Source: an optimization exercise on an open RTL-to-GDS flow (aim: small area, a short achievable clock period and few clock cycles per item). Production flows keep margins and buffers that such runs may drop.
Function was checked by simulation only, so behaviour that the tests miss may differ from the original.

### flow/config.mk
export PLATFORM = sky130hd
export DESIGN_NAME = aes_cell
export DESIGN_NICKNAME = aes_cell
export VERILOG_FILES = /design/flow/design.v
export SDC_FILE = /design/flow/constraint.sdc
export NUM_CORES = 8
export LEC_CHECK = 0
export CAP_MARGIN = 20
export CORE_MARGIN = 2
export CORE_UTILIZATION = 25
export PLACE_DENSITY = 0.35
export SLEW_MARGIN = 20
### flow/constraint.sdc
create_clock -name core_clock -period 12.0 [get_ports {clk}]
set_input_delay 2.4000 -clock core_clock [delete_from_list [all_inputs] [get_ports {clk}]]
set_output_delay 2.4000 -clock core_clock [all_outputs]
set_load 0.01 [all_outputs]
### flow/design.v
module aes_sbox_a (
    input  wire [7:0]  a,
    output wire [17:0] m      
);
    wire U0, U1, U2, U3, U4, U5, U6, U7;
    wire T1, T2, T3, T4, T5, T6, T7, T8, T9, T10, T11, T12, T13, T14, T15, T16, T17, T18, T19, T20, T21, T22, T23, T24, T25, T26, T27, M1, M2, M3, M4, M5, M6, M7, M8, M9, M10, M11, M12, M13, M14, M15, M16, M17, M18, M19, M20, M21, M22, M23, M24, M25, M26, M27, M28, M29, M30, M31, M32, M33, M34, M35, M36, M37, M38, M39, M40, M41, M42, M43, M44, M45, M46, M47, M48, M49, M50, M51, M52, M53, M54, M55, M56, M57, M58, M59, M60, M61, M62, M63;
    assign {U0, U1, U2, U3, U4, U5, U6, U7} = a;
    assign T1 = U0 ^ U3;
    assign T2 = U0 ^ U5;
    assign T3 = U0 ^ U6;
    assign T4 = U3 ^ U5;
    assign T5 = U4 ^ U6;
    assign T6 = T1 ^ T5;
    assign T7 = U1 ^ U2;
    assign T8 = U7 ^ T6;
    assign T9 = U7 ^ T7;
    assign T10 = T6 ^ T7;
    assign T11 = U1 ^ U5;
    assign T12 = U2 ^ U5;
    assign T13 = T3 ^ T4;
    assign T14 = T6 ^ T11;
    assign T15 = T5 ^ T11;
    assign T16 = T5 ^ T12;
    assign T17 = T9 ^ T16;
    assign T18 = U3 ^ U7;
    assign T19 = T7 ^ T18;
    assign T20 = T1 ^ T19;
    assign T21 = U6 ^ U7;
    assign T22 = T7 ^ T21;
    assign T23 = T2 ^ T22;
    assign T24 = T2 ^ T10;
    assign T25 = T20 ^ T17;
    assign T26 = T3 ^ T16;
    assign T27 = T1 ^ T12;
    assign M1 = T13 & T6;
    assign M2 = T23 & T8;
    assign M3 = T14 ^ M1;
    assign M4 = T19 & U7;
    assign M5 = M4 ^ M1;
    assign M6 = T3 & T16;
    assign M7 = T22 & T9;
    assign M8 = T26 ^ M6;
    assign M9 = T20 & T17;
    assign M10 = M9 ^ M6;
    assign M11 = T1 & T15;
    assign M12 = T4 & T27;
    assign M13 = M12 ^ M11;
    assign M14 = T2 & T10;
    assign M15 = M14 ^ M11;
    assign M16 = M3 ^ M2;
    assign M17 = M5 ^ T24;
    assign M18 = M8 ^ M7;
    assign M19 = M10 ^ M15;
    assign M20 = M16 ^ M13;
    assign M21 = M17 ^ M15;
    assign M22 = M18 ^ M13;
    assign M23 = M19 ^ T25;
    assign M24 = M22 ^ M23;
    assign M25 = M22 & M20;
    assign M26 = M21 ^ M25;
    assign M27 = M20 ^ M21;
    assign M28 = M23 ^ M25;
    assign M29 = M28 & M27;
    assign M30 = M26 & M24;
    assign M31 = M20 & M23;
    assign M32 = M27 & M31;
    assign M33 = M27 ^ M25;
    assign M34 = M21 & M22;
    assign M35 = M24 & M34;
    assign M36 = M24 ^ M25;
    assign M37 = M21 ^ M29;
    assign M38 = M32 ^ M33;
    assign M39 = M23 ^ M30;
    assign M40 = M35 ^ M36;
    assign M41 = M38 ^ M40;
    assign M42 = M37 ^ M39;
    assign M43 = M37 ^ M38;
    assign M44 = M39 ^ M40;
    assign M45 = M42 ^ M41;
    assign M46 = M44 & T6;
    assign M47 = M40 & T8;
    assign M48 = M39 & U7;
    assign M49 = M43 & T16;
    assign M50 = M38 & T9;
    assign M51 = M37 & T17;
    assign M52 = M42 & T15;
    assign M53 = M45 & T27;
    assign M54 = M41 & T10;
    assign M55 = M44 & T13;
    assign M56 = M40 & T23;
    assign M57 = M39 & T19;
    assign M58 = M43 & T3;
    assign M59 = M38 & T22;
    assign M60 = M37 & T20;
    assign M61 = M42 & T1;
    assign M62 = M45 & T4;
    assign M63 = M41 & T2;
    assign m = {M46, M47, M48, M49, M50, M51, M52, M53, M54, M55, M56, M57, M58, M59, M60, M61, M62, M63};
endmodule
module aes_sbox_b (
    input  wire [17:0] m,
    output wire [7:0]  ye
);
    wire M46, M47, M48, M49, M50, M51, M52, M53, M54, M55, M56, M57, M58, M59, M60, M61, M62, M63;
    assign {M46, M47, M48, M49, M50, M51, M52, M53, M54, M55, M56, M57, M58, M59, M60, M61, M62, M63} = m;
    wire L0, L1, L2, L3, L4, L5, L6, L7, L8, L9, L10, L11, L12, L13, L14, L15, L16, L17, L18, L19, L20, L21, L22, L23, L24, L25, L26, L27, L28, L29, S0, S1, S2, S3, S4, S5, S6, S7;
    assign L0 = M61 ^ M62;
    assign L1 = M50 ^ M56;
    assign L2 = M46 ^ M48;
    assign L3 = M47 ^ M55;
    assign L4 = M54 ^ M58;
    assign L5 = M49 ^ M61;
    assign L6 = M62 ^ L5;
    assign L7 = M46 ^ L3;
    assign L8 = M51 ^ M59;
    assign L9 = M52 ^ M53;
    assign L10 = M53 ^ L4;
    assign L11 = M60 ^ L2;
    assign L12 = M48 ^ M51;
    assign L13 = M50 ^ L0;
    assign L14 = M52 ^ M61;
    assign L15 = M55 ^ L1;
    assign L16 = M56 ^ L0;
    assign L17 = M57 ^ L1;
    assign L18 = M58 ^ L8;
    assign L19 = M63 ^ L4;
    assign L20 = L0 ^ L1;
    assign L21 = L1 ^ L7;
    assign L22 = L3 ^ L12;
    assign L23 = L18 ^ L2;
    assign L24 = L15 ^ L9;
    assign L25 = L6 ^ L10;
    assign L26 = L7 ^ L9;
    assign L27 = L8 ^ L10;
    assign L28 = L11 ^ L14;
    assign L29 = L11 ^ L17;
    assign S0 = L6 ^ L24;
    assign S1 = ~(L16 ^ L26);
    assign S2 = ~(L19 ^ L28);
    assign S3 = L6 ^ L21;
    assign S4 = L20 ^ L22;
    assign S5 = L25 ^ L29;
    assign S6 = ~(L13 ^ L27);
    assign S7 = ~(L6 ^ L23);
    assign ye = {S0, S1, S2, S3, S4, S5, S6, S7};
endmodule
module aes_sbox_bd (
    input  wire [17:0] m,
    output wire [7:0]  ye,
    output wire [7:0]  yd
);
    wire M46, M47, M48, M49, M50, M51, M52, M53, M54, M55, M56, M57, M58, M59, M60, M61, M62, M63;
    assign {M46, M47, M48, M49, M50, M51, M52, M53, M54, M55, M56, M57, M58, M59, M60, M61, M62, M63} = m;
    wire L0, L1, L2, L3, L4, L5, L6, L7, L8, L9, L10, L11, L12, L13, L14, L15, L16, L17, L18, L19, L20, L21, L22, L23, L24, L25, L26, L27, L28, L29, S0, S1, S2, S3, S4, S5, S6, S7;
    assign L0 = M61 ^ M62;
    assign L1 = M50 ^ M56;
    assign L2 = M46 ^ M48;
    assign L3 = M47 ^ M55;
    assign L4 = M54 ^ M58;
    assign L5 = M49 ^ M61;
    assign L6 = M62 ^ L5;
    assign L7 = M46 ^ L3;
    assign L8 = M51 ^ M59;
    assign L9 = M52 ^ M53;
    assign L10 = M53 ^ L4;
    assign L11 = M60 ^ L2;
    assign L12 = M48 ^ M51;
    assign L13 = M50 ^ L0;
    assign L14 = M52 ^ M61;
    assign L15 = M55 ^ L1;
    assign L16 = M56 ^ L0;
    assign L17 = M57 ^ L1;
    assign L18 = M58 ^ L8;
    assign L19 = M63 ^ L4;
    assign L20 = L0 ^ L1;
    assign L21 = L1 ^ L7;
    assign L22 = L3 ^ L12;
    assign L23 = L18 ^ L2;
    assign L24 = L15 ^ L9;
    assign L25 = L6 ^ L10;
    assign L26 = L7 ^ L9;
    assign L27 = L8 ^ L10;
    assign L28 = L11 ^ L14;
    assign L29 = L11 ^ L17;
    assign S0 = L6 ^ L24;
    assign S1 = ~(L16 ^ L26);
    assign S2 = ~(L19 ^ L28);
    assign S3 = L6 ^ L21;
    assign S4 = L20 ^ L22;
    assign S5 = L25 ^ L29;
    assign S6 = ~(L13 ^ L27);
    assign S7 = ~(L6 ^ L23);
    assign ye = {S0, S1, S2, S3, S4, S5, S6, S7};
    assign yd[7] = M49 ^ M51 ^ M52 ^ M54 ^ M58 ^ M59 ^ M61 ^ M62;
    assign yd[6] = M47 ^ M48 ^ M49 ^ M50 ^ M52 ^ M54 ^ M55 ^ M56 ^ M59 ^ M60 ^ M61 ^ M63;
    assign yd[5] = M47 ^ M48 ^ M49 ^ M50 ^ M52 ^ M54 ^ M56 ^ M57 ^ M58 ^ M60 ^ M61 ^ M62;
    assign yd[4] = M46 ^ M48 ^ M52 ^ M54 ^ M58 ^ M59 ^ M61 ^ M62;
    assign yd[3] = M46 ^ M48 ^ M50 ^ M51 ^ M52 ^ M53 ^ M56 ^ M57 ^ M58 ^ M59 ^ M61 ^ M63;
    assign yd[2] = M46 ^ M47 ^ M50 ^ M51 ^ M52 ^ M54 ^ M58 ^ M59 ^ M61 ^ M62;
    assign yd[1] = M49 ^ M50 ^ M52 ^ M53 ^ M58 ^ M59 ^ M61 ^ M62;
    assign yd[0] = M55 ^ M57 ^ M61 ^ M63;
endmodule
module aes_ain (
    input  wire [7:0] a,
    output wire [7:0] y
);
    assign y[7] = a[6] ^ a[4] ^ a[1];
    assign y[6] = a[5] ^ a[3] ^ a[0];
    assign y[5] = a[7] ^ a[4] ^ a[2];
    assign y[4] = a[6] ^ a[3] ^ a[1];
    assign y[3] = a[5] ^ a[2] ^ a[0];
    assign y[2] = ~(a[7] ^ a[4] ^ a[1]);
    assign y[1] = a[6] ^ a[3] ^ a[0];
    assign y[0] = ~(a[7] ^ a[5] ^ a[2]);
endmodule
module aes_mc (input wire [31:0] a, output wire [31:0] y);
    wire t0, t1, t2, t3, t4, t5, t6, t7, t8, t9, t10, t11, t12, t13, t14, t15, t16, t17, t18, t19, t20, t21, t22, t23, t24, t25, t26, t27, t28, t29, t30, t31, t32, t33, t34, t35, t36, t37, t38, t39, t40, t41, t42, t43, t44, t45, t46, t47, t48, t49, t50, t51, t52, t53, t54, t55, t56, t57, t58, t59, t60, t61, t62, t63, t64, t65, t66, t67, t68, t69, t70, t71, t72, t73, t74, t75, t76, t77, t78, t79, t80, t81, t82, t83, t84, t85, t86, t87, t88, t89, t90, t91, t92, t93, t94, t95, t96, t97, t98, t99, t100, t101, t102, t103, t104, t105, t106, t107;
    assign t0 = a[31] ^ a[7];
    assign t1 = a[15] ^ a[23];
    assign t2 = a[15] ^ a[7];
    assign t3 = a[23] ^ a[31];
    assign t4 = a[16] ^ a[24];
    assign t5 = a[17] ^ a[25];
    assign t6 = a[10] ^ a[18];
    assign t7 = a[11] ^ a[19];
    assign t8 = a[2] ^ a[26];
    assign t9 = a[12] ^ a[20];
    assign t10 = a[27] ^ a[3];
    assign t11 = a[13] ^ a[21];
    assign t12 = a[28] ^ a[4];
    assign t13 = a[14] ^ a[22];
    assign t14 = a[29] ^ a[5];
    assign t15 = a[30] ^ a[6];
    assign t16 = a[0] ^ a[8];
    assign t17 = a[1] ^ a[9];
    assign t18 = a[8] ^ t0;
    assign t19 = t4 ^ t18;
    assign t20 = a[0] ^ a[24];
    assign t21 = a[9] ^ t0;
    assign t22 = t20 ^ t5;
    assign t23 = t21 ^ t22;
    assign t24 = a[1] ^ a[25];
    assign t25 = a[26] ^ t24;
    assign t26 = t6 ^ t25;
    assign t27 = a[27] ^ t0;
    assign t28 = t7 ^ t8;
    assign t29 = t27 ^ t28;
    assign t30 = a[28] ^ t0;
    assign t31 = t10 ^ t9;
    assign t32 = t30 ^ t31;
    assign t33 = a[29] ^ t11;
    assign t34 = t12 ^ t33;
    assign t35 = a[30] ^ t13;
    assign t36 = t14 ^ t35;
    assign t37 = a[31] ^ t1;
    assign t38 = t15 ^ t37;
    assign t39 = a[0] ^ t2;
    assign t40 = t4 ^ t39;
    assign t41 = a[1] ^ t16;
    assign t42 = t2 ^ t5;
    assign t43 = t41 ^ t42;
    assign t44 = a[18] ^ t17;
    assign t45 = t8 ^ t44;
    assign t46 = a[10] ^ a[19];
    assign t47 = a[2] ^ t10;
    assign t48 = t2 ^ t46;
    assign t49 = t47 ^ t48;
    assign t50 = a[11] ^ a[20];
    assign t51 = a[3] ^ t12;
    assign t52 = t2 ^ t50;
    assign t53 = t51 ^ t52;
    assign t54 = a[12] ^ a[21];
    assign t55 = a[4] ^ t14;
    assign t56 = t54 ^ t55;
    assign t57 = a[13] ^ a[22];
    assign t58 = a[5] ^ t15;
    assign t59 = t57 ^ t58;
    assign t60 = a[14] ^ a[23];
    assign t61 = a[6] ^ t0;
    assign t62 = t60 ^ t61;
    assign t63 = a[24] ^ t1;
    assign t64 = t16 ^ t63;
    assign t65 = a[16] ^ a[25];
    assign t66 = a[8] ^ t1;
    assign t67 = t17 ^ t65;
    assign t68 = t66 ^ t67;
    assign t69 = a[10] ^ a[17];
    assign t70 = a[9] ^ t69;
    assign t71 = t8 ^ t70;
    assign t72 = a[11] ^ t1;
    assign t73 = t10 ^ t6;
    assign t74 = t72 ^ t73;
    assign t75 = a[12] ^ t1;
    assign t76 = t12 ^ t7;
    assign t77 = t75 ^ t76;
    assign t78 = a[13] ^ t14;
    assign t79 = t9 ^ t78;
    assign t80 = a[14] ^ t11;
    assign t81 = t15 ^ t80;
    assign t82 = a[15] ^ t0;
    assign t83 = t13 ^ t82;
    assign t84 = a[16] ^ t16;
    assign t85 = t3 ^ t84;
    assign t86 = a[17] ^ t17;
    assign t87 = t3 ^ t4;
    assign t88 = t86 ^ t87;
    assign t89 = a[2] ^ t5;
    assign t90 = t6 ^ t89;
    assign t91 = a[18] ^ a[26];
    assign t92 = a[3] ^ t3;
    assign t93 = t7 ^ t91;
    assign t94 = t92 ^ t93;
    assign t95 = a[19] ^ a[27];
    assign t96 = a[4] ^ t3;
    assign t97 = t9 ^ t95;
    assign t98 = t96 ^ t97;
    assign t99 = a[20] ^ a[28];
    assign t100 = a[5] ^ t11;
    assign t101 = t99 ^ t100;
    assign t102 = a[21] ^ a[29];
    assign t103 = a[6] ^ t102;
    assign t104 = t13 ^ t103;
    assign t105 = a[22] ^ a[30];
    assign t106 = a[7] ^ t1;
    assign t107 = t105 ^ t106;
    assign y[0] = t19;
    assign y[1] = t23;
    assign y[2] = t26;
    assign y[3] = t29;
    assign y[4] = t32;
    assign y[5] = t34;
    assign y[6] = t36;
    assign y[7] = t38;
    assign y[8] = t40;
    assign y[9] = t43;
    assign y[10] = t45;
    assign y[11] = t49;
    assign y[12] = t53;
    assign y[13] = t56;
    assign y[14] = t59;
    assign y[15] = t62;
    assign y[16] = t64;
    assign y[17] = t68;
    assign y[18] = t71;
    assign y[19] = t74;
    assign y[20] = t77;
    assign y[21] = t79;
    assign y[22] = t81;
    assign y[23] = t83;
    assign y[24] = t85;
    assign y[25] = t88;
    assign y[26] = t90;
    assign y[27] = t94;
    assign y[28] = t98;
    assign y[29] = t101;
    assign y[30] = t104;
    assign y[31] = t107;
endmodule
module aes_imc_ain (input wire [31:0] a, output wire [31:0] y);
    wire t0, t1, t2, t3, t4, t5, t6, t7, t8, t9, t10, t11, t12, t13, t14, t15, t16, t17, t18, t19, t20, t21, t22, t23, t24, t25, t26, t27, t28, t29, t30, t31, t32, t33, t34, t35, t36, t37, t38, t39, t40, t41, t42, t43, t44, t45, t46, t47, t48, t49, t50, t51, t52, t53, t54, t55, t56, t57, t58, t59, t60, t61, t62, t63, t64, t65, t66, t67, t68, t69, t70, t71, t72, t73, t74, t75, t76, t77, t78, t79, t80, t81, t82, t83, t84, t85, t86, t87, t88, t89, t90, t91, t92, t93, t94, t95, t96, t97, t98, t99, t100, t101, t102, t103, t104, t105, t106, t107, t108, t109, t110, t111, t112, t113, t114, t115, t116, t117, t118, t119, t120, t121, t122, t123, t124, t125, t126, t127, t128, t129, t130, t131, t132, t133, t134, t135, t136, t137, t138, t139, t140, t141, t142, t143, t144, t145, t146, t147, t148, t149, t150, t151, t152, t153, t154, t155, t156, t157, t158, t159, t160, t161, t162, t163, t164, t165, t166, t167, t168, t169, t170, t171, t172, t173, t174, t175, t176, t177, t178, t179, t180, t181, t182, t183, t184, t185, t186, t187, t188, t189, t190, t191, t192, t193, t194, t195, t196, t197, t198, t199, t200, t201, t202, t203, t204, t205, t206, t207, t208, t209, t210, t211, t212, t213, t214, t215, t216, t217, t218, t219, t220, t221, t222, t223, t224, t225, t226, t227, t228, t229, t230, t231, t232, t233;
    assign t0 = a[2] ^ a[5];
    assign t1 = a[26] ^ a[29];
    assign t2 = a[18] ^ a[21];
    assign t3 = a[10] ^ a[13];
    assign t4 = a[15] ^ a[31];
    assign t5 = a[3] ^ a[6];
    assign t6 = a[27] ^ a[30];
    assign t7 = a[19] ^ a[22];
    assign t8 = a[23] ^ a[7];
    assign t9 = a[11] ^ a[14];
    assign t10 = a[16] ^ a[20];
    assign t11 = a[0] ^ a[4];
    assign t12 = a[24] ^ a[28];
    assign t13 = a[12] ^ a[8];
    assign t14 = a[1] ^ t0;
    assign t15 = a[25] ^ t1;
    assign t16 = a[9] ^ t3;
    assign t17 = a[17] ^ t2;
    assign t18 = t4 ^ t5;
    assign t19 = t6 ^ t8;
    assign t20 = t11 ^ t7;
    assign t21 = t12 ^ t9;
    assign t22 = a[12] ^ t14;
    assign t23 = a[20] ^ t16;
    assign t24 = t10 ^ t17;
    assign t25 = a[25] ^ a[30];
    assign t26 = a[17] ^ a[22];
    assign t27 = t11 ^ t6;
    assign t28 = t20 ^ t4;
    assign t29 = t21 ^ t8;
    assign t30 = a[1] ^ a[6];
    assign t31 = a[11] ^ t13;
    assign t32 = t13 ^ t5;
    assign t33 = a[4] ^ t15;
    assign t34 = a[9] ^ t2;
    assign t35 = t7 ^ t9;
    assign t36 = a[14] ^ t12;
    assign t37 = a[0] ^ a[19];
    assign t38 = a[13] ^ a[29];
    assign t39 = t10 ^ t18;
    assign t40 = a[14] ^ a[3];
    assign t41 = t1 ^ t26;
    assign t42 = a[23] ^ a[24];
    assign t43 = a[25] ^ a[8];
    assign t44 = t43 ^ t5;
    assign t45 = t14 ^ t44;
    assign t46 = t1 ^ t10;
    assign t47 = t16 ^ t27;
    assign t48 = a[1] ^ a[28];
    assign t49 = t3 ^ t9;
    assign t50 = a[21] ^ a[5];
    assign t51 = a[27] ^ a[8];
    assign t52 = a[22] ^ a[6];
    assign t53 = t0 ^ t25;
    assign t54 = a[0] ^ a[31];
    assign t55 = a[15] ^ a[16];
    assign t56 = a[16] ^ a[9];
    assign t57 = t17 ^ t32;
    assign t58 = a[5] ^ t13;
    assign t59 = a[6] ^ t19;
    assign t60 = t12 ^ t7;
    assign t61 = a[23] ^ t25;
    assign t62 = t37 ^ t38;
    assign t63 = t61 ^ t62;
    assign t64 = t22 ^ t39;
    assign t65 = t63 ^ t64;
    assign t66 = a[20] ^ a[30];
    assign t67 = t11 ^ t40;
    assign t68 = t66 ^ t14;
    assign t69 = t41 ^ t67;
    assign t70 = t68 ^ t69;
    assign t71 = t2 ^ t42;
    assign t72 = t14 ^ t18;
    assign t73 = t27 ^ t71;
    assign t74 = t72 ^ t73;
    assign t75 = a[31] ^ a[7];
    assign t76 = t12 ^ t75;
    assign t77 = t20 ^ t76;
    assign t78 = t45 ^ t77;
    assign t79 = a[4] ^ a[9];
    assign t80 = t79 ^ t8;
    assign t81 = t46 ^ t80;
    assign t82 = t45 ^ t81;
    assign t83 = a[16] ^ a[2];
    assign t84 = a[3] ^ a[31];
    assign t85 = t83 ^ t84;
    assign t86 = t41 ^ t85;
    assign t87 = t47 ^ t86;
    assign t88 = a[22] ^ a[29];
    assign t89 = t11 ^ t48;
    assign t90 = t5 ^ t88;
    assign t91 = t17 ^ t19;
    assign t92 = t49 ^ t89;
    assign t93 = t90 ^ t91;
    assign t94 = t92 ^ t93;
    assign t95 = a[18] ^ a[29];
    assign t96 = a[30] ^ t95;
    assign t97 = t96 ^ t22;
    assign t98 = t28 ^ t29;
    assign t99 = t97 ^ t98;
    assign t100 = a[31] ^ t30;
    assign t101 = t50 ^ t51;
    assign t102 = t100 ^ t101;
    assign t103 = t102 ^ t23;
    assign t104 = t29 ^ t103;
    assign t105 = a[28] ^ t52;
    assign t106 = t105 ^ t16;
    assign t107 = t31 ^ t53;
    assign t108 = t106 ^ t107;
    assign t109 = t1 ^ t54;
    assign t110 = t8 ^ t9;
    assign t111 = t109 ^ t110;
    assign t112 = t16 ^ t32;
    assign t113 = t111 ^ t112;
    assign t114 = a[1] ^ a[7];
    assign t115 = t114 ^ t13;
    assign t116 = t55 ^ t9;
    assign t117 = t115 ^ t116;
    assign t118 = t117 ^ t47;
    assign t119 = a[12] ^ a[17];
    assign t120 = t119 ^ t3;
    assign t121 = t4 ^ t56;
    assign t122 = t120 ^ t121;
    assign t123 = t14 ^ t21;
    assign t124 = t122 ^ t123;
    assign t125 = a[10] ^ a[11];
    assign t126 = a[24] ^ a[7];
    assign t127 = t125 ^ t126;
    assign t128 = t127 ^ t53;
    assign t129 = t128 ^ t57;
    assign t130 = a[30] ^ t18;
    assign t131 = t34 ^ t35;
    assign t132 = t58 ^ t130;
    assign t133 = t131 ^ t33;
    assign t134 = t132 ^ t133;
    assign t135 = a[26] ^ t58;
    assign t136 = t135 ^ t23;
    assign t137 = t28 ^ t59;
    assign t138 = t136 ^ t137;
    assign t139 = a[28] ^ a[7];
    assign t140 = t139 ^ t38;
    assign t141 = t40 ^ t56;
    assign t142 = t140 ^ t141;
    assign t143 = t17 ^ t142;
    assign t144 = t28 ^ t143;
    assign t145 = a[14] ^ a[19];
    assign t146 = a[30] ^ a[4];
    assign t147 = t145 ^ t146;
    assign t148 = t3 ^ t30;
    assign t149 = t147 ^ t148;
    assign t150 = t149 ^ t24;
    assign t151 = a[7] ^ a[8];
    assign t152 = t0 ^ t10;
    assign t153 = t151 ^ t4;
    assign t154 = t152 ^ t153;
    assign t155 = t17 ^ t35;
    assign t156 = t154 ^ t155;
    assign t157 = a[15] ^ a[9];
    assign t158 = t10 ^ t157;
    assign t159 = t42 ^ t7;
    assign t160 = t158 ^ t159;
    assign t161 = t160 ^ t57;
    assign t162 = a[17] ^ a[20];
    assign t163 = a[24] ^ a[25];
    assign t164 = t162 ^ t163;
    assign t165 = t2 ^ t8;
    assign t166 = t16 ^ t164;
    assign t167 = t165 ^ t20;
    assign t168 = t166 ^ t167;
    assign t169 = a[15] ^ a[18];
    assign t170 = t10 ^ t169;
    assign t171 = t30 ^ t37;
    assign t172 = t15 ^ t170;
    assign t173 = t171 ^ t49;
    assign t174 = t172 ^ t173;
    assign t175 = a[13] ^ a[17];
    assign t176 = t175 ^ t35;
    assign t177 = t46 ^ t176;
    assign t178 = t22 ^ t59;
    assign t179 = t177 ^ t178;
    assign t180 = a[13] ^ a[14];
    assign t181 = a[2] ^ a[28];
    assign t182 = t13 ^ t180;
    assign t183 = t181 ^ t18;
    assign t184 = t182 ^ t19;
    assign t185 = t183 ^ t184;
    assign t186 = t24 ^ t185;
    assign t187 = a[15] ^ a[24];
    assign t188 = t187 ^ t26;
    assign t189 = t50 ^ t188;
    assign t190 = t19 ^ t31;
    assign t191 = t189 ^ t190;
    assign t192 = t33 ^ t191;
    assign t193 = a[12] ^ a[27];
    assign t194 = t193 ^ t52;
    assign t195 = t15 ^ t194;
    assign t196 = t34 ^ t36;
    assign t197 = t195 ^ t196;
    assign t198 = t3 ^ t55;
    assign t199 = t15 ^ t19;
    assign t200 = t198 ^ t60;
    assign t201 = t199 ^ t200;
    assign t202 = a[17] ^ a[23];
    assign t203 = t10 ^ t202;
    assign t204 = t54 ^ t6;
    assign t205 = t15 ^ t203;
    assign t206 = t204 ^ t21;
    assign t207 = t205 ^ t206;
    assign t208 = a[0] ^ a[17];
    assign t209 = t13 ^ t2;
    assign t210 = t208 ^ t4;
    assign t211 = t48 ^ t6;
    assign t212 = t15 ^ t209;
    assign t213 = t210 ^ t211;
    assign t214 = t212 ^ t213;
    assign t215 = a[14] ^ a[23];
    assign t216 = a[26] ^ a[9];
    assign t217 = t2 ^ t215;
    assign t218 = t216 ^ t51;
    assign t219 = t14 ^ t217;
    assign t220 = t218 ^ t60;
    assign t221 = t219 ^ t220;
    assign t222 = a[21] ^ a[25];
    assign t223 = t0 ^ t222;
    assign t224 = t6 ^ t7;
    assign t225 = t18 ^ t223;
    assign t226 = t224 ^ t36;
    assign t227 = t225 ^ t226;
    assign t228 = t23 ^ t227;
    assign t229 = a[10] ^ a[21];
    assign t230 = a[22] ^ t229;
    assign t231 = t230 ^ t29;
    assign t232 = t33 ^ t39;
    assign t233 = t231 ^ t232;
    assign y[0] = ~t65;
    assign y[1] = t70;
    assign y[2] = ~t74;
    assign y[3] = t78;
    assign y[4] = t82;
    assign y[5] = t87;
    assign y[6] = t94;
    assign y[7] = t99;
    assign y[8] = ~t104;
    assign y[9] = t108;
    assign y[10] = ~t113;
    assign y[11] = t118;
    assign y[12] = t124;
    assign y[13] = t129;
    assign y[14] = t134;
    assign y[15] = t138;
    assign y[16] = ~t144;
    assign y[17] = t150;
    assign y[18] = ~t156;
    assign y[19] = t161;
    assign y[20] = t168;
    assign y[21] = t174;
    assign y[22] = t179;
    assign y[23] = t186;
    assign y[24] = ~t192;
    assign y[25] = t197;
    assign y[26] = ~t201;
    assign y[27] = t207;
    assign y[28] = t214;
    assign y[29] = t221;
    assign y[30] = t228;
    assign y[31] = t233;
endmodule
module aes_sbox_bk (
    input  wire [17:0] m,      
    input  wire [7:0]  k,
    output wire [7:0]  ye,
    output wire [7:0]  ydk
);
    wire M46, M47, M48, M49, M50, M51, M52, M53, M54, M55, M56, M57, M58, M59, M60, M61, M62, M63;
    assign {M46, M47, M48, M49, M50, M51, M52, M53, M54, M55, M56, M57, M58, M59, M60, M61, M62, M63} = m;
    wire L0, L1, L2, L3, L4, L5, L6, L7, L8, L9, L10, L11, L12, L13, L14, L15, L16, L17, L18, L19, L20, L21, L22, L23, L24, L25, L26, L27, L28, L29, S0, S1, S2, S3, S4, S5, S6, S7;
    assign L0 = M61 ^ M62;
    assign L1 = M50 ^ M56;
    assign L2 = M46 ^ M48;
    assign L3 = M47 ^ M55;
    assign L4 = M54 ^ M58;
    assign L5 = M49 ^ M61;
    assign L6 = M62 ^ L5;
    assign L7 = M46 ^ L3;
    assign L8 = M51 ^ M59;
    assign L9 = M52 ^ M53;
    assign L10 = M53 ^ L4;
    assign L11 = M60 ^ L2;
    assign L12 = M48 ^ M51;
    assign L13 = M50 ^ L0;
    assign L14 = M52 ^ M61;
    assign L15 = M55 ^ L1;
    assign L16 = M56 ^ L0;
    assign L17 = M57 ^ L1;
    assign L18 = M58 ^ L8;
    assign L19 = M63 ^ L4;
    assign L20 = L0 ^ L1;
    assign L21 = L1 ^ L7;
    assign L22 = L3 ^ L12;
    assign L23 = L18 ^ L2;
    assign L24 = L15 ^ L9;
    assign L25 = L6 ^ L10;
    assign L26 = L7 ^ L9;
    assign L27 = L8 ^ L10;
    assign L28 = L11 ^ L14;
    assign L29 = L11 ^ L17;
    assign S0 = L6 ^ L24;
    assign S1 = ~(L16 ^ L26);
    assign S2 = ~(L19 ^ L28);
    assign S3 = L6 ^ L21;
    assign S4 = L20 ^ L22;
    assign S5 = L25 ^ L29;
    assign S6 = ~(L13 ^ L27);
    assign S7 = ~(L6 ^ L23);
    assign ye = {S0, S1, S2, S3, S4, S5, S6, S7};
    wire q0, q1, q2, q3, q4, q5, q6, q7, q8, q9, q10, q11, q12, q13, q14, q15, q16, q17, q18, q19, q20, q21, q22, q23, q24, q25, q26, q27, q28, q29, q30, q31, q32, q33, q34, q35, q36, q37, q38, q39, q40, q41, q42, q43, q44, q45, q46;
    assign q0 = M52 ^ M61;
    assign q1 = M58 ^ q0;
    assign q2 = M59 ^ q1;
    assign q3 = M54 ^ M62;
    assign q4 = M47 ^ M50;
    assign q5 = M48 ^ M56;
    assign q6 = M49 ^ q3;
    assign q7 = M55 ^ M63;
    assign q8 = M59 ^ q5;
    assign q9 = M60 ^ q4;
    assign q10 = M46 ^ q3;
    assign q11 = M50 ^ M53;
    assign q12 = k[7] ^ M51;
    assign q13 = q12 ^ q6;
    assign q14 = q13 ^ q2;
    assign q15 = k[6] ^ M49;
    assign q16 = M54 ^ q0;
    assign q17 = q15 ^ q7;
    assign q18 = q16 ^ q17;
    assign q19 = q8 ^ q9;
    assign q20 = q18 ^ q19;
    assign q21 = k[5] ^ M57;
    assign q22 = q21 ^ q5;
    assign q23 = q1 ^ q22;
    assign q24 = q6 ^ q9;
    assign q25 = q23 ^ q24;
    assign q26 = k[4] ^ M48;
    assign q27 = q26 ^ q10;
    assign q28 = q2 ^ q27;
    assign q29 = k[3] ^ M46;
    assign q30 = M51 ^ M57;
    assign q31 = M63 ^ q11;
    assign q32 = q29 ^ q30;
    assign q33 = q1 ^ q31;
    assign q34 = q32 ^ q8;
    assign q35 = q33 ^ q34;
    assign q36 = k[2] ^ M51;
    assign q37 = q36 ^ q4;
    assign q38 = q10 ^ q37;
    assign q39 = q2 ^ q38;
    assign q40 = k[1] ^ M49;
    assign q41 = M62 ^ q11;
    assign q42 = q40 ^ q41;
    assign q43 = q2 ^ q42;
    assign q44 = k[0] ^ M57;
    assign q45 = M61 ^ q44;
    assign q46 = q7 ^ q45;
    assign ydk[7] = q14;
    assign ydk[6] = q20;
    assign ydk[5] = q25;
    assign ydk[4] = q28;
    assign ydk[3] = q35;
    assign ydk[2] = q39;
    assign ydk[1] = q43;
    assign ydk[0] = q46;
endmodule
module aes_cell (
    input  wire         clk,
    input  wire         rst,           
    input  wire         in_valid,
    output wire         in_ready,
    input  wire         in_decrypt,    
    input  wire         in_key256,     
    input  wire [255:0] in_key,
    input  wire [127:0] in_block,
    output reg          out_valid,
    output reg  [127:0] out_block
);
    function [7:0] xt;
        input [7:0] a;
        xt = {a[6:0], 1'b0} ^ (a[7] ? 8'h1b : 8'h00);
    endfunction
    function [7:0] xtinv;       
        input [7:0] a;
        xtinv = a[0] ? ({1'b1, a[7:1]} ^ 8'h0d) : {1'b0, a[7:1]};
    endfunction
    function [127:0] shiftrows;
        input [127:0] s;
        integer i;
        begin
            for (i = 0; i < 16; i = i + 1)
                shiftrows[127 - 8 * i -: 8] = s[127 - 8 * ((i % 4) + 4 * (((i / 4) + (i % 4)) % 4)) -: 8];
        end
    endfunction
    function [127:0] invshiftrows;
        input [127:0] s;
        integer i;
        begin
            for (i = 0; i < 16; i = i + 1)
                invshiftrows[127 - 8 * i -: 8] = s[127 - 8 * ((i % 4) + 4 * (((i / 4) + 4 - (i % 4)) % 4)) -: 8];
        end
    endfunction
    reg  [127:0] q_st, q_kt;
    reg  [255:0] q_kw;
    reg  [31:0]  q_ks;
    reg          q_busy, q_dec, q_k256, q_pre, q_ark, q_par;
    reg  [3:0]   q_cnt;
    reg  [7:0]   q_rc;
    reg  [1:0]   q_tag;
    reg  [287:0] p_m;           
    reg  [71:0]  p_km;          
    reg  [255:0] p_kw;
    reg          p_busy, p_dec, p_k256, p_pre, p_ark, p_par;
    reg  [3:0]   p_cnt;
    reg  [7:0]   p_rc;
    reg  [1:0]   p_tag;
    genvar g;
    wire [127:0] x1 = q_st ^ q_kt;
    wire [287:0] m1;
    wire [71:0]  km1;
    generate
        for (g = 0; g < 16; g = g + 1) begin : g_s1
            aes_sbox_a u_sa (.a(x1[127 - 8 * g -: 8]), .m(m1[287 - 18 * g -: 18]));
        end
        for (g = 0; g < 4; g = g + 1) begin : g_k1
            aes_sbox_a u_ka (.a(q_ks[31 - 8 * g -: 8]), .m(km1[71 - 18 * g -: 18]));
        end
    endgenerate
    always @(posedge clk) begin
        p_m    <= {m1[287:128], q_pre ? q_st : m1[127:0]};
        p_km   <= km1;
        p_kw   <= q_kw;
        p_dec  <= q_dec;
        p_k256 <= q_k256;
        p_pre  <= q_pre;
        p_ark  <= q_ark;
        p_par  <= q_par;
        p_cnt  <= q_cnt;
        p_rc   <= q_rc;
        p_tag  <= q_tag;
    end
    wire [127:0] sbe;           
    wire [127:0] dk;            
    wire [31:0]  ks_sub;
    generate
        for (g = 0; g < 16; g = g + 1) begin : g_s2
            aes_sbox_bk u_sb (.m(p_m[287 - 18 * g -: 18]), .k(p_kw[255 - 8 * g -: 8]),
                              .ye(sbe[127 - 8 * g -: 8]), .ydk(dk[127 - 8 * g -: 8]));
        end
        for (g = 0; g < 4; g = g + 1) begin : g_k2
            aes_sbox_b u_kb (.m(p_km[71 - 18 * g -: 18]), .ye(ks_sub[31 - 8 * g -: 8]));
        end
    endgenerate
    wire [31:0] h0 = p_kw[255:224], h1 = p_kw[223:192], h2 = p_kw[191:160], h3 = p_kw[159:128];
    wire [31:0] l0 = p_kw[127:96],  l1 = p_kw[95:64],   l2 = p_kw[63:32],   l3 = p_kw[31:0];
    wire [31:0] ks_t = p_par ? {ks_sub[23:16] ^ p_rc, ks_sub[15:0], ks_sub[31:24]} : ks_sub;
    wire [31:0] h01 = h0 ^ h1, h012 = h01 ^ h2, h0123 = h012 ^ h3;
    wire [127:0] kf = {h0 ^ ks_t, h01 ^ ks_t, h012 ^ ks_t, h0123 ^ ks_t};
    wire [31:0] b0 = p_k256 ? l0 : h0, b1 = p_k256 ? l1 : h1, b2 = p_k256 ? l2 : h2, b3 = p_k256 ? l3 : h3;
    wire [127:0] kb = {b0 ^ ks_t, b1 ^ b0, b2 ^ b1, b3 ^ b2};
    wire [127:0] mc, dnext_s;
    generate
        for (g = 0; g < 4; g = g + 1) begin : g_mix
            aes_mc      u_mc  (.a(sbe[127 - 32 * g -: 32]), .y(mc[127 - 32 * g -: 32]));
            aes_imc_ain u_imc (.a(dk[127 - 32 * g -: 32]),  .y(dnext_s[127 - 32 * g -: 32]));
        end
    endgenerate
    wire [127:0] dnext = invshiftrows(dnext_s);
    wire [127:0] lo_s = invshiftrows(p_kw[127:0]);
    wire [127:0] lo_a0;
    generate
        for (g = 0; g < 16; g = g + 1) begin : g_ain
            aes_ain u_ain (.a(lo_s[127 - 8 * g -: 8]), .y(lo_a0[127 - 8 * g -: 8]));
        end
    endgenerate
    wire [127:0] lo_a = lo_a0 ^ {16{8'h05}};
    wire [127:0] in_s = invshiftrows(in_block);
    wire [127:0] in_a;
    generate
        for (g = 0; g < 16; g = g + 1) begin : g_ain_in
            aes_ain u_ain (.a(in_s[127 - 8 * g -: 8]), .y(in_a[127 - 8 * g -: 8]));
        end
    endgenerate
    wire last    = (p_cnt == (p_k256 ? 4'd14 : 4'd10));
    wire lastpre = (p_cnt == (p_k256 ? 4'd13 : 4'd10));
    wire fin     = p_busy && !p_pre && last;    
    wire q_last  = (q_cnt == (q_k256 ? 4'd14 : 4'd10));
    reg    rdy;
    assign in_ready = rdy;
    wire   accept   = in_ready && in_valid;
    always @(posedge clk) begin
        if (in_ready) begin
            q_st   <= in_decrypt ? in_a : shiftrows(in_block);
            q_kt   <= shiftrows(in_key[255:128]);
            q_kw   <= {in_key[255:128], in_key256 ? in_key[127:0] : in_key[255:128]};
            q_ks   <= in_key256 ? in_key[31:0] : in_key[159:128];
            q_dec  <= in_decrypt;
            q_k256 <= in_key256;
            q_pre  <= in_decrypt;
            q_ark  <= 1'b0;
            q_par  <= 1'b1;
            q_cnt  <= 4'd1;
            q_rc   <= 8'h01;
            q_tag  <= wr_tag;
        end else begin
            q_dec  <= p_dec;
            q_k256 <= p_k256;
            q_tag  <= p_tag;
            q_cnt  <= p_cnt + 4'd1;
            q_par  <= p_k256 ? !p_par : p_par;
            q_pre  <= p_pre;
            q_ark  <= p_ark;
            q_rc   <= p_rc;
            q_kw   <= p_kw;
            q_st   <= p_m[127:0];
            q_kt   <= 128'h0;
            if (p_pre && p_ark) begin
                q_kt  <= lo_a;
                q_pre <= 1'b0;
                q_ark <= 1'b0;
                q_cnt <= 4'd1;
                q_par <= 1'b1;
                q_ks  <= p_k256 ? h3 : (h3 ^ h2);
            end else if (p_pre) begin
                q_kw <= (p_k256 || lastpre) ? {p_kw[127:0], kf} : {kf, kf};
                q_ks <= kf[31:0];
                if (lastpre) begin
                    q_ark <= 1'b1;
                    if (!p_k256) q_rc <= xtinv(p_rc);
                end else if (p_par) begin
                    q_rc <= xt(p_rc);
                end
            end else if (p_dec) begin
                q_kw <= {kb, p_kw[255:128]};
                q_ks <= p_k256 ? (l3 ^ l2) : (h3 ^ h1);
                if (p_par) q_rc <= xtinv(p_rc);
                q_st <= dnext;
            end else begin
                q_kw <= p_k256 ? {p_kw[127:0], kf} : {kf, kf};
                q_kt <= shiftrows(p_k256 ? p_kw[127:0] : kf);
                q_ks <= kf[31:0];
                if (p_par) q_rc <= xt(p_rc);
                q_st <= shiftrows(mc);
            end
        end
    end
    reg  [127:0] rb0, rb1;
    reg  [1:0]   rb_v;
    reg  [1:0]   rb0_tag, rb1_tag;
    reg  [1:0]   rd_tag, wr_tag;
    reg  [1:0]   n_open;        
    wire [127:0] res   = p_dec ? dk : (sbe ^ (p_k256 ? p_kw[127:0] : kf));
    wire         byp   = fin && (p_tag == rd_tag);
    wire         from_rb = rd_tag[0] ? (rb_v[1] && rb1_tag == rd_tag) : (rb_v[0] && rb0_tag == rd_tag);
    wire         load  = byp || from_rb;
    wire [1:0]   n_open_nx = n_open + (accept ? 2'd1 : 2'd0) - (load ? 2'd1 : 2'd0);
    always @(posedge clk) begin
        out_block <= byp ? res : (rd_tag[0] ? rb1 : rb0);
        if (fin && !byp && !p_tag[0]) begin rb0 <= res; rb0_tag <= p_tag; end
        if (fin && !byp &&  p_tag[0]) begin rb1 <= res; rb1_tag <= p_tag; end
    end
    always @(posedge clk) begin
        if (rst) begin
            q_busy    <= 1'b0;
            p_busy    <= 1'b0;
            rb_v      <= 2'b00;
            rd_tag    <= 2'd0;
            wr_tag    <= 2'd0;
            n_open    <= 2'd0;
            rdy       <= 1'b1;
            out_valid <= 1'b0;
        end else begin
            p_busy    <= q_busy;
            q_busy    <= in_ready ? in_valid : (p_busy && !fin);
            if (accept) wr_tag <= wr_tag + 2'd1;
            if (load)   rd_tag <= rd_tag + 2'd1;
            out_valid <= load;
            n_open    <= n_open_nx;
            rdy       <= (!q_busy || (!q_pre && q_last)) && (n_open_nx != 2'd3);
            rb_v      <= (rb_v & ~((!byp && from_rb) ? (rd_tag[0] ? 2'b10 : 2'b01) : 2'b00))
                              | ((fin && !byp) ? (p_tag[0] ? 2'b10 : 2'b01) : 2'b00);
        end
    end
endmodule
### flow/flow/run.sh
#!/bin/bash
# Own layout flow: the standard ORFS flow (standard.sh), except that
#  - synthesis maps the combinational logic with the ABC script in
#    flow/abc.script instead of ORFS's (registers are mapped before ABC, as
#    in the standard synthesis), and
#  - the ORFS make variables in flow/make_args.txt (one per line) are added:
#    a setup margin for repair_timing, so the design is sized for a shorter
#    achieved period than the 12 ns clock, and the buffer cell for the port
#    buffers.
# The clock period, SDC and everything else are the standard flow's.
set -euo pipefail
W=$PWD
cat > "$W/own_synth.tcl" <<EOF2
proc abc {args} {
  set i [lsearch -exact \$args -script]
  if {\$i >= 0} { set args [lreplace \$args [expr {\$i + 1}] [expr {\$i + 1}] $W/flow/abc.script] }
  puts "own_synth: abc with \$args"
  yosys abc {*}\$args
}
source $W/synth_recipe.tcl
EOF2
sed "s#SYNTH_SCRIPT=[^ ]*#SYNTH_SCRIPT=$W/own_synth.tcl#" standard.sh > own_standard.sh
grep -q "own_synth.tcl" own_standard.sh
ARGS=()
while IFS= read -r line; do
  [[ -n "$line" && "$line" != \#* ]] && ARGS+=("$line")
done < "$W/flow/make_args.txt"
bash own_standard.sh "${ARGS[@]}" finish > "$W/flow_make.log" 2>&1
### flow/flow/abc.script
strash
dch
map -a
### flow/flow/make_args.txt
SETUP_SLACK_MARGIN=8.0
BUFFER_PORTS_ARGS=-buffer_cell sky130_fd_sc_hd__buf_1
### flow/standard.sh
#!/bin/bash
# synth_recipe.tcl (not shown) runs the flow's synth.tcl, then flattens the netlist and writes it again
# the make line also repeats each setting of config.mk as NAME=value (left out here)
make -C /OpenROAD-flow-scripts/flow DESIGN_CONFIG=/design/flow/config.mk WORK_HOME=/design/flow/orfs CLKGATE_MAP_FILE= SYNTH_SCRIPT=/design/flow/synth_recipe.tcl "${@:-finish}"
==> impl_metrics.env, run 1 <==
export IMPL_status="timing/DRC/antenna clean"
export IMPL_dp_cells=20600
export IMPL_finalWirelength_um=663000
export IMPL_multiInputGateArea_um2=76800
export IMPL_cp_required_ns=12.83
export IMPL_die_w_um=662
export IMPL_cts_tree="built"
export IMPL_yosys_warnings=1
export IMPL_cts_buffers=209
export IMPL_fin_cells=21400
export IMPL_grt_pass1_wl_um=874000
export IMPL_critical_path_class="register to register"
export IMPL_synth_async_reset_ratio=0
export IMPL_grt_max_degree=127
export IMPL_dr_first_iter_drc_count=10700
export IMPL_drive_gt1_frac=0.163
export IMPL_worst_slew_pin_slew_ns=1.36
export IMPL_numPortBuffers=518
export IMPL_synth_edf_count=260
export IMPL_syn_to_final_growth_pct=27.2
export IMPL_regArea_um2=35000
export IMPL_yosysUniqueCellTypes=44
export IMPL_core_area_um2=431000
export IMPL_cp_max_fo=7
export IMPL_synth_cells=14200
export IMPL_antenna_found_initial=134
export IMPL_period_share=0.350
export IMPL_drt_vias_per_instance=4.98
export IMPL_crit_arrival_ns=5.02
export IMPL_synth_area_top_cells="dfxtp_1, xor2_1, xnor2_1"
export IMPL_cts_sinks=1598
export IMPL_max_freq_mhz=238
export IMPL_drv_cap=0
export IMPL_hold_violations=0
export IMPL_avgSynthCellArea_um2=7.65
export IMPL_fillers=46900
export IMPL_dr_pass1_iters=6
export IMPL_drv_slew=0
export IMPL_wl_met3_um=43700
export IMPL_insertion_delay_ns=0.99
export IMPL_final_setup_skew_ns=0.0664
export IMPL_yosysTopAreaCellShare=0.247
export IMPL_relSlewSlack=0.0828
export IMPL_ant_nets=0
export IMPL_start_util=0.251
export IMPL_highest_layer="met5"
export IMPL_synth_largest_area_cell="dfxtp_1"
export IMPL_dp_hpwl_um=530000
export IMPL_htree_levels=4
export IMPL_clockBufferDepth=4
export IMPL_synth_seq_cells=1598
export IMPL_final_common_cell="nand2_1"
export IMPL_end_kind="register"
export IMPL_wl_per_cell_um=31.0
export IMPL_setup_viol=0
export IMPL_syn_nets=14600
export IMPL_wl_met2_um=287000
export IMPL_path_clk_slew_ns=0.06
export IMPL_chipHeight_um=662
export IMPL_grt_use_total=0.290
export IMPL_grt_ovfl_total=0
export IMPL_gp_congestion=0.994
export IMPL_synth_area_um2=108000
export IMPL_num_rows=241
export IMPL_ys_seq_area_frac=0.319
export IMPL_whs_ns=0.294
export IMPL_period_minus_slack_ns=4.20
export IMPL_synth_flop_cell="dfxtp_1"
export IMPL_vias=106000
export IMPL_final_cell_mix="nand2_1, xor2_1, o21ai_0"
export IMPL_hold_path_class="register to register"
export IMPL_pin_count=519
export IMPL_cts_root_buf="clkbuf_16"
export IMPL_nets=15800
export IMPL_wl_met1_um=291000
export IMPL_rsz0062_at_grt="yes"
export IMPL_cp_start_kind="register"
export IMPL_grt_pass1_vias=99300
export IMPL_drc=0
export IMPL_dieArea_um2=438000
## cell type report
class / instances / share of cell area
Sequential cell: 1598 / 0.254
Inverter: 1289 / 0.0371
Clock buffer: 270 / 0.0423
Timing Repair Buffer: 1016 / 0.0457
Clock inverter: 121 / 0.0106
Antenna cell: 82 / 0.00149
Timing Repair inverter: 1 / 0.0000817
Multi-Input combinational cell: 11300 / 0.557
Tap cell: 5710 / 0.0519
## logic make-up (layout without fill, tap and decap cells)
logic type	count (synthesis)	in the layout	synth area share
other	0	82	0
DFF	1598	1598	0.319
muxes	2	2	0.000185
AOI/OAI and AO/OA	3498	3498	0.181
and+or+nand+nor	4077	4077	0.154
adders and majority gates	44	44	0.00508
buffers and inverters	1289	2697	0.0447
xor gates and xnor gates	3645	3645	0.295
## critical path, stage by stage (launching register included)
cell     delay, ns
dfxtp_1       1.03
xor2_1        0.24
xor2_1        0.46
nand2_1       0.20
nand2_4       0.23
nand2_1       0.10
nand2_1       0.21
nand2_1       0.10
nand2_2       0.15
xor2_4        0.28
xnor2_1       0.22
o21ai_0       0.15
a21oi_2       0.47
o22ai_1       0.16
## Yosys cell counts (5+ instances only)
library cell	count
nand2_1	2202
xor2_1	2151
o21ai_0	1522
xnor2_1	1494
dfxtp_1	1338
clkinv_1	1289
nor2_1	1156
a21oi_1	1050
or2_2	353
nand3_1	283
edfxtp_1	260
o22ai_1	209
a31oi_1	150
o211ai_1	117
o21bai_1	89
o221ai_1	70
o21a_1	50
a211oi_1	47
ha_1	44
nor3_1	44
a22oi_1	28
a221oi_1	27
o31ai_1	27
o2111ai_1	26
o41ai_1	26
nand4_1	18
a32oi_1	16
a311oi_1	11
o32ai_1	11
o311ai_0	6
a21o_2	5
and2_2	5
and3_2	5
## routing by layer
metal | global-route usage | vias to the layer above
li1 | - | 49400
met1 | 0.393 | 51800
met2 | 0.446 | 4168
met3 | 0.0391 | 916
met4 | 0.156 | 14
met5 | 0 | -
## state kept, by name, summed over array words and instances (netlist names), 4 cells and up
name and cells:
out_block 128, q_kw 256, q_st 128, q_cnt 4, p_rc 8, q_rc 8, q_ks 32, p_cnt 4
rb0 128, p_m 288, q_kt 128, rb1 128, p_kw 256, p_km 72
## what timing repair did
| action | 4_1_cts | 5_1_grt |
|---|---|---|
| resized for setup | 1032 | 753 |
| hold buffers | 0 | 0 |
| endpoints found under the setup margin | 1059 | 599 |
| setup buffers | 135 | 126 |
| pin swaps | 120 | 198 |
| gates cloned | 0 | 2 |
## stage by stage
step | worst slack, ns | cell area [um^2] | setup TNS, ns | util
final | 7.80 | 138000 | 0 | 0.319
after detailed placement | 6.50 | 120000 | 0 | 0.278
after CTS | 7.84 | 133000 | 0 | 0.308
after global placement | 6.41 | 120000 | 0 | 0.277
after floorplan | -3.40 | 108000 | -264.56 | -
after global routing | 7.89 | 138000 | 0 | 0.319
## final timing paths
| path | from | to | slack, ns | cells after the start |
|---|---|---|---|---|
| worst max-delay path | p_kw[132]$_DFF_P_ | q_st[112]$_DFF_P_ | 7.80 | 13 |
| worst min-delay path | q_kw[254]$_DFF_P_ | p_kw[254]$_DFF_P_ | 0.29 | 0 |
| worst max register to register | p_kw[132]$_DFF_P_ | q_st[112]$_DFF_P_ | 7.80 | 13 |
| worst min register to register | q_kw[254]$_DFF_P_ | p_kw[254]$_DFF_P_ | 0.29 | 0 |
Testbench counts, summed over its fixed seeds: cycles 48,720, items 3,200.
==> run 2: changes to the inputs <==
==> flow/flow/make_args.txt (replaced) <==
SETUP_SLACK_MARGIN=9.0
BUFFER_PORTS_ARGS=-buffer_cell sky130_fd_sc_hd__buf_1
==> run 2 against run 1 <==
  * Routed wire length up 12%
  * Sequential cell count unchanged
  * Cell area up 39%
  * Core utilization up 12 points
  * Clock-buffer cell count unchanged
  * Global-route usage up 3.0 points
  * Critical path depth down 12
  * Register-to-register slack better by 0.26 ns
  * Cell count up 10%
  * Die area unchanged
  * Non-clock buffer count up 2161
  * Critical path type is now register to output port
  * Highest routed layer unchanged
==> impl_metrics.env, run 2 <==
export IMPL_largestRegisters="p_m (288), p_kw (256), q_kw (256)"
export IMPL_hold_start="q_kw[254]$_DFF_P_"
export IMPL_synth_seq_cells=1598
export IMPL_dr_pass1_iters=6
export IMPL_synth_async_reset_ratio=0
export IMPL_grt_pass1_wl_um=966000
export IMPL_holdPathStages=0
export IMPL_dieArea_um2=438000
export IMPL_setup_viol=0
export IMPL_gp_congestion=0.994
export IMPL_cts_root_buf="clkbuf_16"
export IMPL_fillers=41600
export IMPL_cp_max_fo=1
export IMPL_chipHeight_um=662
export IMPL_finalWirelength_um=744000
export IMPL_dr_first_iter_drc_count=11500
export IMPL_whs_ns=0.287
export IMPL_drt_vias_per_instance=5.10
export IMPL_yosys_warnings=1
export IMPL_avgSynthCellArea_um2=7.65
export IMPL_core_area_um2=431000
export IMPL_regArea_um2=36000
export IMPL_drv_slew=0
export IMPL_grt_pass1_vias=113000
export IMPL_reg2regPathDepth=15
export IMPL_critical_path_slowest_cell="dfxtp_4"
export IMPL_worst_slew_pin_slew_ns=1.29
export IMPL_antenna_found_initial=131
export IMPL_path_clk_slew_ns=0.06
export IMPL_critical_path_class="register to output port"
export IMPL_setup_tns_final_ns=0
export IMPL_grt_use_total=0.320
export IMPL_insertion_delay_ns=1.00
export IMPL_cts_tree="built"
export IMPL_crit_arrival_ns=1.69
export IMPL_grt_ovfl_total=0
export IMPL_synth_common_cells="nand2_1, xor2_1, o21ai_0"
export IMPL_syn_to_final_growth_pct=76.5
export IMPL_drive_gt1_frac=0.479
export IMPL_crit_chain="buf_6"
export IMPL_final_setup_worst_slack_ns=7.91
export IMPL_place_area_um2=120000
export IMPL_path_buf_inv=1
export IMPL_period_minus_slack_ns=4.09
export IMPL_end_kind="output port"
export IMPL_largest_reg_flops=288
export IMPL_final_cell_mix="buf_4, nand2_1, xor2_1"
export IMPL_synth_cells=14200
export IMPL_cts_sinks=1598
export IMPL_final_setup_skew_ns=0.0832
export IMPL_synth_area_um2=108000
export IMPL_nets=18000
export IMPL_rsz0062_at_grt="yes"
export IMPL_regMostFlops="p_m"
export IMPL_clockBufferDepth=4
export IMPL_fin_area_um2=191000
export IMPL_htree_levels=4
export IMPL_synth_edf_count=260
export IMPL_final_common_cell="buf_4"
export IMPL_start_util=0.251
export IMPL_yosysUniqueCellTypes=44
export IMPL_hold_violations=0
export IMPL_max_freq_mhz=245
export IMPL_period_share=0.340
export IMPL_grt_max_degree=94
export IMPL_crit_reg2reg_capture="p_m[104]$_DFF_P_"
export IMPL_status="timing/DRC/antenna clean"
export IMPL_cts_buffers=209
export IMPL_die_w_um=662
export IMPL_ys_seq_area_frac=0.319
export IMPL_drc=0
export IMPL_synth_most_common_cell="nand2_1"
export IMPL_syn_nets=14600
export IMPL_ant_nets=0
export IMPL_drv_cap=0
export IMPL_wl_per_cell_um=31.6
export IMPL_yosysTopAreaCellShare=0.247
export IMPL_synth_largest_area_cell="dfxtp_1"
export IMPL_cp_required_ns=9.60
export IMPL_critical_path_max_stage_delay_ns=0.50
export IMPL_hold_end="p_kw[254]$_DFF_P_"
export IMPL_pre_cts_ws_ns=6.50
export IMPL_dp_hpwl_um=530000
export IMPL_critPathTopFamily="flip-flops"
export IMPL_r2r_slack_ns=8.06
export IMPL_synth_flop_cell="dfxtp_1"
export IMPL_multiInputGateArea_um2=105000
export IMPL_vias=120000
export IMPL_hold_path_class="register to register"
export IMPL_r2r_start="q_kt[40]$_DFF_P_"
export IMPL_synth_area_top_cells="dfxtp_1, xor2_1, xnor2_1"
export IMPL_cp_start_kind="register"
export IMPL_holdBufCountCts=0
export IMPL_num_rows=241
export IMPL_numPortBuffers=518
export IMPL_relSlewSlack=0.133
export IMPL_pin_count=519
[run 2: through the flow]
stage,cells,util
final,23500,0.443
after global routing,23500,0.443
after CTS,22700,0.398
after detailed placement,20600,0.278
after global placement,20600,0.277
after floorplan,14200,-
[run 2: routing by layer]
metal,track usage,vias to the layer above,part of all wire
li1,-,53400,-
met1,0.418,59500,0.41
met2,0.482,5348,0.42
met3,0.0547,1655,0.080
met4,0.217,18,0.090
met5,0,-,0.00016
[run 2: logic make-up after synthesis]
group / count (synthesis) / synth area share
flops: 1598 / 0.319
simple gates: 4077 / 0.154
compound gates: 3498 / 0.181
mux: 2 / 0.000185
fa+ha+maj: 44 / 0.00508
buf+inv: 1289 / 0.0447
xor+xnor: 3645 / 0.295
[run 2: area by class of cell]
type	count	share of cell area
multi-input combinational	11300	0.547
sequential	1598	0.188
timing repair buffer	3177	0.155
tap	5710	0.0374
inverter	1289	0.0327
clock buffer	270	0.0305
clock inverter	121	0.00763
antenna	62	0.000812
timing repair inverter	8	0.000550
[run 2: repair_timing]
item                       in CTS  in global routing
resized for setup            6766               2815
cloned                         34                  5
setup buffers                1638                754
pin swaps                    1478               1600
setup endpoints to repair    1658               1315
[run 2: worst max path at each step]
stage / end / cells after the start / slack [ns] / startpoint
final: out_block[48] / 1 / 7.91 / out_block[48]$_DFF_P_
after global routing: p_m[109]$_DFF_P_ / 19 / 7.88 / q_st[53]$_DFF_P_
after CTS: out_block[48] / 1 / 7.84 / out_block[48]$_DFF_P_
after detailed placement: out_block[27]$_DFF_P_ / 16 / 6.50 / p_km[38]$_DFF_P_
after global placement: q_st[110]$_DFF_P_ / 15 / 6.41 / p_m[101]$_DFF_P_
after floorplan: q_kw[62]$_DFF_P_ / 6 / -3.40 / rdy$_SDFF_PP1_
[run 2: worst reg2reg max path: stages (launching register included)]
cell	delay, ns
dfxtp_1	0.49
xor2_4	0.50
xor2_2	0.28
xor2_2	0.23
xor2_1	0.23
ha_1	0.29
xnor2_2	0.16
xnor2_2	0.23
xnor2_2	0.15
inv_2	0.08
o21ai_2	0.15
xor2_2	0.16
buf_6	0.15
xnor2_4	0.12
nand4_1	0.40
o21ai_1	0.23

## port drivers added, routing unchanged
No port has a modelled driver above. Below, the same layouts with a new extraction and two added sets of constraints.
Step 1 sets driving cells, clkbuf_16 on the clock port and buf_2 on the other inputs (assumed; they add their load-dependent delay and slew).
Step 2 also shifts input and output timing later by t, the mid clock arrival at the registers, as if the neighbouring blocks saw the same clock.
Three values: no drivers, after step 1, after step 2; two values: the first two.
| run | t (ns) | setup slack, ns | hold WS [ns] |
|---|---|---|---|
| run 1 | 1.062 | 7.804 / 7.804 / 7.029 | 0.294 / 0.294 / 0.294 |
| run 2 | 1.079 | 7.914 / 7.793 / 7.818 | 0.287 / 0.287 / 0.287 |
After both steps setup and hold are still met in every run listed. The setup slack of run 1, which loses most, moves by 0.000 ns with the drivers and by -0.775 ns with both steps.
